What follows belongs to an exercise in optimizing a design on an open flow for small area, a short achievable clock period and few clock cycles; a production flow would make more cautious choices. The RTL was checked by simulation tests, not by an equivalence proof against the original design.

v6:
Design hive_fpu, start of the top module:
module hive_fpu (
    input  wire        clk,
    input  wire        rst,
    input  wire        in_valid,
    output wire        in_ready,
    input  wire [4:0]  in_op,
    input  wire [31:0] in_a,
    input  wire [31:0] in_b,
    input  wire [31:0] in_c,
    output reg         out_valid,
    output reg  [31:0] out_result
);
    localparam [31:0] CANON_NAN = 32'h7FC0_0000;
    localparam [4:0] OP_FADD = 5'h00, OP_FSUB = 5'h01, OP_FMUL = 5'h02,
                     OP_FMIN = 5'h05, OP_FMAX = 5'h06, OP_FABS = 5'h07,
                     OP_FNEG = 5'h08, OP_FCSGN = 5'h09, OP_FEQ = 5'h0A,
                     OP_FLT = 5'h0B, OP_FLE = 5'h0C, OP_FTOI = 5'h0D,
                     OP_ITOF = 5'h0E, OP_UTOF = 5'h0F, OP_FMA = 5'h10,
                     OP_FMS = 5'h11;
    assign in_ready = 1'b1;
    wire in_addsub = (in_op == OP_FADD) || (in_op == OP_FSUB);
    wire in_ftoi   = (in_op == OP_FTOI);
    reg [31:0] fa_in, fb_in, fc_in;
    always @(*) begin
        fa_in = in_ftoi ? 32'h4080_0000 : in_a;
        fb_in = in_addsub ? 32'h3F80_0000 : in_ftoi ? 32'h4080_0000 : in_b;
        case (in_op)
            OP_FTOI: fc_in = in_a;
            OP_FADD: fc_in = in_b;
            OP_FSUB: fc_in = {~in_b[31], in_b[30:0]};
            OP_FMUL: fc_in = 32'h8000_0000;
            OP_FMS:  fc_in = {~in_c[31], in_c[30:0]};
            default: fc_in = in_c;
        endcase
    end
    wire [24:0] bx = {1'b1, in_b[22:0], 1'b0};
    reg  [11:0] bneg_in, bone_in, btwo_in;
    integer q;
    always @(*) begin
        for (q = 0; q < 12; q = q + 1) begin
            bneg_in[q] = in_addsub ? (q == 11) : bx[2*q+2] & ~(bx[2*q+1] & bx[2*q]);
            bone_in[q] = ~in_addsub & (bx[2*q+1] ^ bx[2*q]);
  ...
Size in the first run: ~6100 cells after synthesis, roughly 460 flip-flops, roughly 140 I/O pins, ~49000 um2 of cells after synthesis.
Settings: LEC_CHECK=0, ABC_CLOCK_PERIOD_IN_PS=4500, CAP_MARGIN=20, CORE_MARGIN=2, CORE_UTILIZATION=48, PLACE_DENSITY=0.62, SETUP_SLACK_MARGIN=0, SLEW_MARGIN=60; clock period 22.0 ns.
run.sh (not shown) runs the stock make flow with config.mk's settings and CLKGATE_MAP_FILE= SYNTH_SCRIPT=/design/flow/synth_recipe.tcl, a recipe that flattens the netlist after the stock synthesis.
Testbench counts of v6, summed over its fixed seeds: cycles 25,988.
Inputs modified between v6 and v7:
--- a/flow/design.v
+++ b/flow/design.v
@@ -117,38 +117,28 @@
             spec_res = {sc, 8'hFF, 23'd0};
         else if (za || zb)
             spec_res = zc ? {sp & sc, 31'd0} : c1;
         else begin
             spec = 1'b0;
             spec_res = 32'd0;
         end
     end
-    function automatic [31:0] order_key(input [31:0] x);
-        order_key = x[31] ? ~x : (x | 32'h8000_0000);
-    endfunction
-    wire [31:0] a_fl = za ? {sa, 31'd0} : a1;
-    wire [31:0] b_fl = zb ? {sb, 31'd0} : b1;
-    wire        a_below_b = order_key(a_fl) < order_key(b_fl);
+    wire        mag_lt = a1[30:0] < b1[30:0];
+    wire        mag_eq = a1[30:0] == b1[30:0];
     wire        both_zero = za & zb;
-    wire        cmp_eq = !na && !nb && ((a1 == b1) || both_zero);
+    wire        a_below_b = both_zero  ? (sa & ~sb) :
+                            (sa != sb) ? sa :
+                            sa         ? ~mag_lt & ~mag_eq : mag_lt;
+    wire        cmp_eq = !na && !nb && ((mag_eq && sa == sb) || both_zero);
     wire        cmp_lt = !na && !nb && a_below_b && !both_zero;
-    reg [31:0] minmax_res;
-    always @(*) begin
-        if (na && nb)
-            minmax_res = CANON_NAN;
-        else if (na)
-            minmax_res = b_fl;
-        else if (nb)
-            minmax_res = a_fl;
-        else if (op1 == OP_FMIN)
-            minmax_res = a_below_b ? a_fl : b_fl;
-        else
-            minmax_res = a_below_b ? b_fl : a_fl;
-    end
+    wire        pick_a = nb | (~na & ((op1 == OP_FMIN) ? a_below_b : ~a_below_b));
+    wire [31:0] picked = pick_a ? a1 : b1;
+    wire        pick_z = pick_a ? za : zb;
+    wire [31:0] minmax_res = (na & nb) ? CANON_NAN : {picked[31], picked[30:0] & {31{~pick_z}}};
     reg  [31:0] ftoi_mag;
     reg         ftoi_neg;
     always @(*) begin
         ftoi_neg = 1'b0;
         if (nc || ec < 8'd127)
             ftoi_mag = 32'd0;
         else if (ec >= 8'd158)
             ftoi_mag = sc ? 32'h8000_0000 : 32'h7FFF_FFFF;
@@ -188,17 +178,23 @@
         css2  <= cs_s;
         csc2  <= cs_c[51:0];
         esub2 <= esub;
         sp2   <= sp | itof1;
         sc2   <= sc & ~itof1;
         etop2 <= e_top;
     end
     wire [76:0] s0, s1;
-    hive_fpu_cadd u_add (.a(css2), .b({~css2[75:51], csc2}), .s0(s0), .s1(s1));
+    wire [52:0] l0, l1;
+    hive_fpu_cadd u_add (.a({2'b00, css2[50:0]}), .b({1'b0, csc2}), .s0(l0), .s1(l1));
+    wire [25:0] c_hi  = ~css2[76:51];
+    wire [25:0] c_hm  = c_hi - 26'd1;
+    wire [25:0] c_hp  = c_hi + 26'd1;
+    assign s0 = {l0[52] ? c_hp : l0[51] ? c_hi : c_hm, l0[50:0]};
+    assign s1 = {l1[52] ? c_hp : l1[51] ? c_hi : c_hm, l1[50:0]};
     wire        neg  = esub2 & s0[76];
     wire [75:0] mag  = esub2 ? (neg ? ~s0[75:0] : s1[75:0]) : s0[75:0];
     wire        r_sign = neg ? sc2 : sp2;
     wire [6:0] lz_p, lz_n;
     hive_fpu_lzc u_lzp (.x(s0[75:0]), .n(lz_p));
     hive_fpu_lzc u_lzn (.x(~s0[75:0]), .n(lz_n));
     wire [6:0] lz = neg ? lz_n : lz_p;
     wire       exact0 = neg & (&s0[75:0]);
@@ -258,23 +254,23 @@
     end
     always @(posedge clk) begin
         if (rst) out_valid <= 1'b0;
         else     out_valid <= v3 | quick;
         out_result <= quick ? misc_res : result;
     end
 endmodule
 module hive_fpu_cadd (
-    input  wire [76:0] a,
-    input  wire [76:0] b,
-    output wire [76:0] s0,
-    output wire [76:0] s1
+    input  wire [52:0] a,
+    input  wire [52:0] b,
+    output wire [52:0] s0,
+    output wire [52:0] s1
 );
-    localparam integer W = 77;
-    localparam integer LV = 7;
+    localparam integer W = 53;
+    localparam integer LV = 6;
     wire [W-1:0] g [0:LV];
     wire [W-1:0] p [0:LV];
     assign g[0] = a & b;
     assign p[0] = a ^ b;
     genvar l, i;
     generate
         for (l = 0; l < LV; l = l + 1) begin : lvl
             for (i = 0; i < W; i = i + 1) begin : bt
[summary]
Per the comparison of v7 with v6, total wirelength of the detailed-routed design shows a reduction of 22000 um, design area now sits lower, proportion of final cell area spent on non-clock buffers shows no meaningful change, sequential fraction of total cell area increased 1.0 points.
Cmp v7 vs v6: first-pass GRT wire length lower in v7
Via count (v7 vs. v6) decreases by a little under 10%
Comparing clock-buffer cell count for v6 and v7, the smaller number came from v6.
v7 against v6: critical path depth dropped 13%, routed length on met2 fell 10%, data arrival at the endpoint of the critical path went up, area of placed instances went down by 6.0%.
Testbench counts of v7, summed over its fixed seeds: cycles 25,988.

## port drivers added, routing unchanged
How much do the figures lean on ideal ports? The routed layouts below were timed once more, with nothing changed but the port constraints. Step 1 assumes that a clkbuf_16 drives the clock port and a buf_2 every other input. Step 2 moves the port delays by t, midway between the first and last clock arrival at a register: inputs arrive t later, outputs are due t later. That takes back most of the time a late clock gives input paths. Three values: no drivers, after step 1, after step 2; two values: the first two.
| run | shift t [ns] | setup WS [ns] | latest minus earliest clock arrival (ns) |
|---|---|---|---|
| v6 | 0.730 | 15.994 / 15.947 / 15.635 | 0.076 / 0.076 |
| v7 | 0.726 | 15.732 / 15.732 / 15.562 | 0.061 / 0.060 |
After both steps setup and hold are still met in every run listed. The setup slack of v6, which loses most, moves by -0.047 ns with the drivers and by -0.359 ns with both steps.
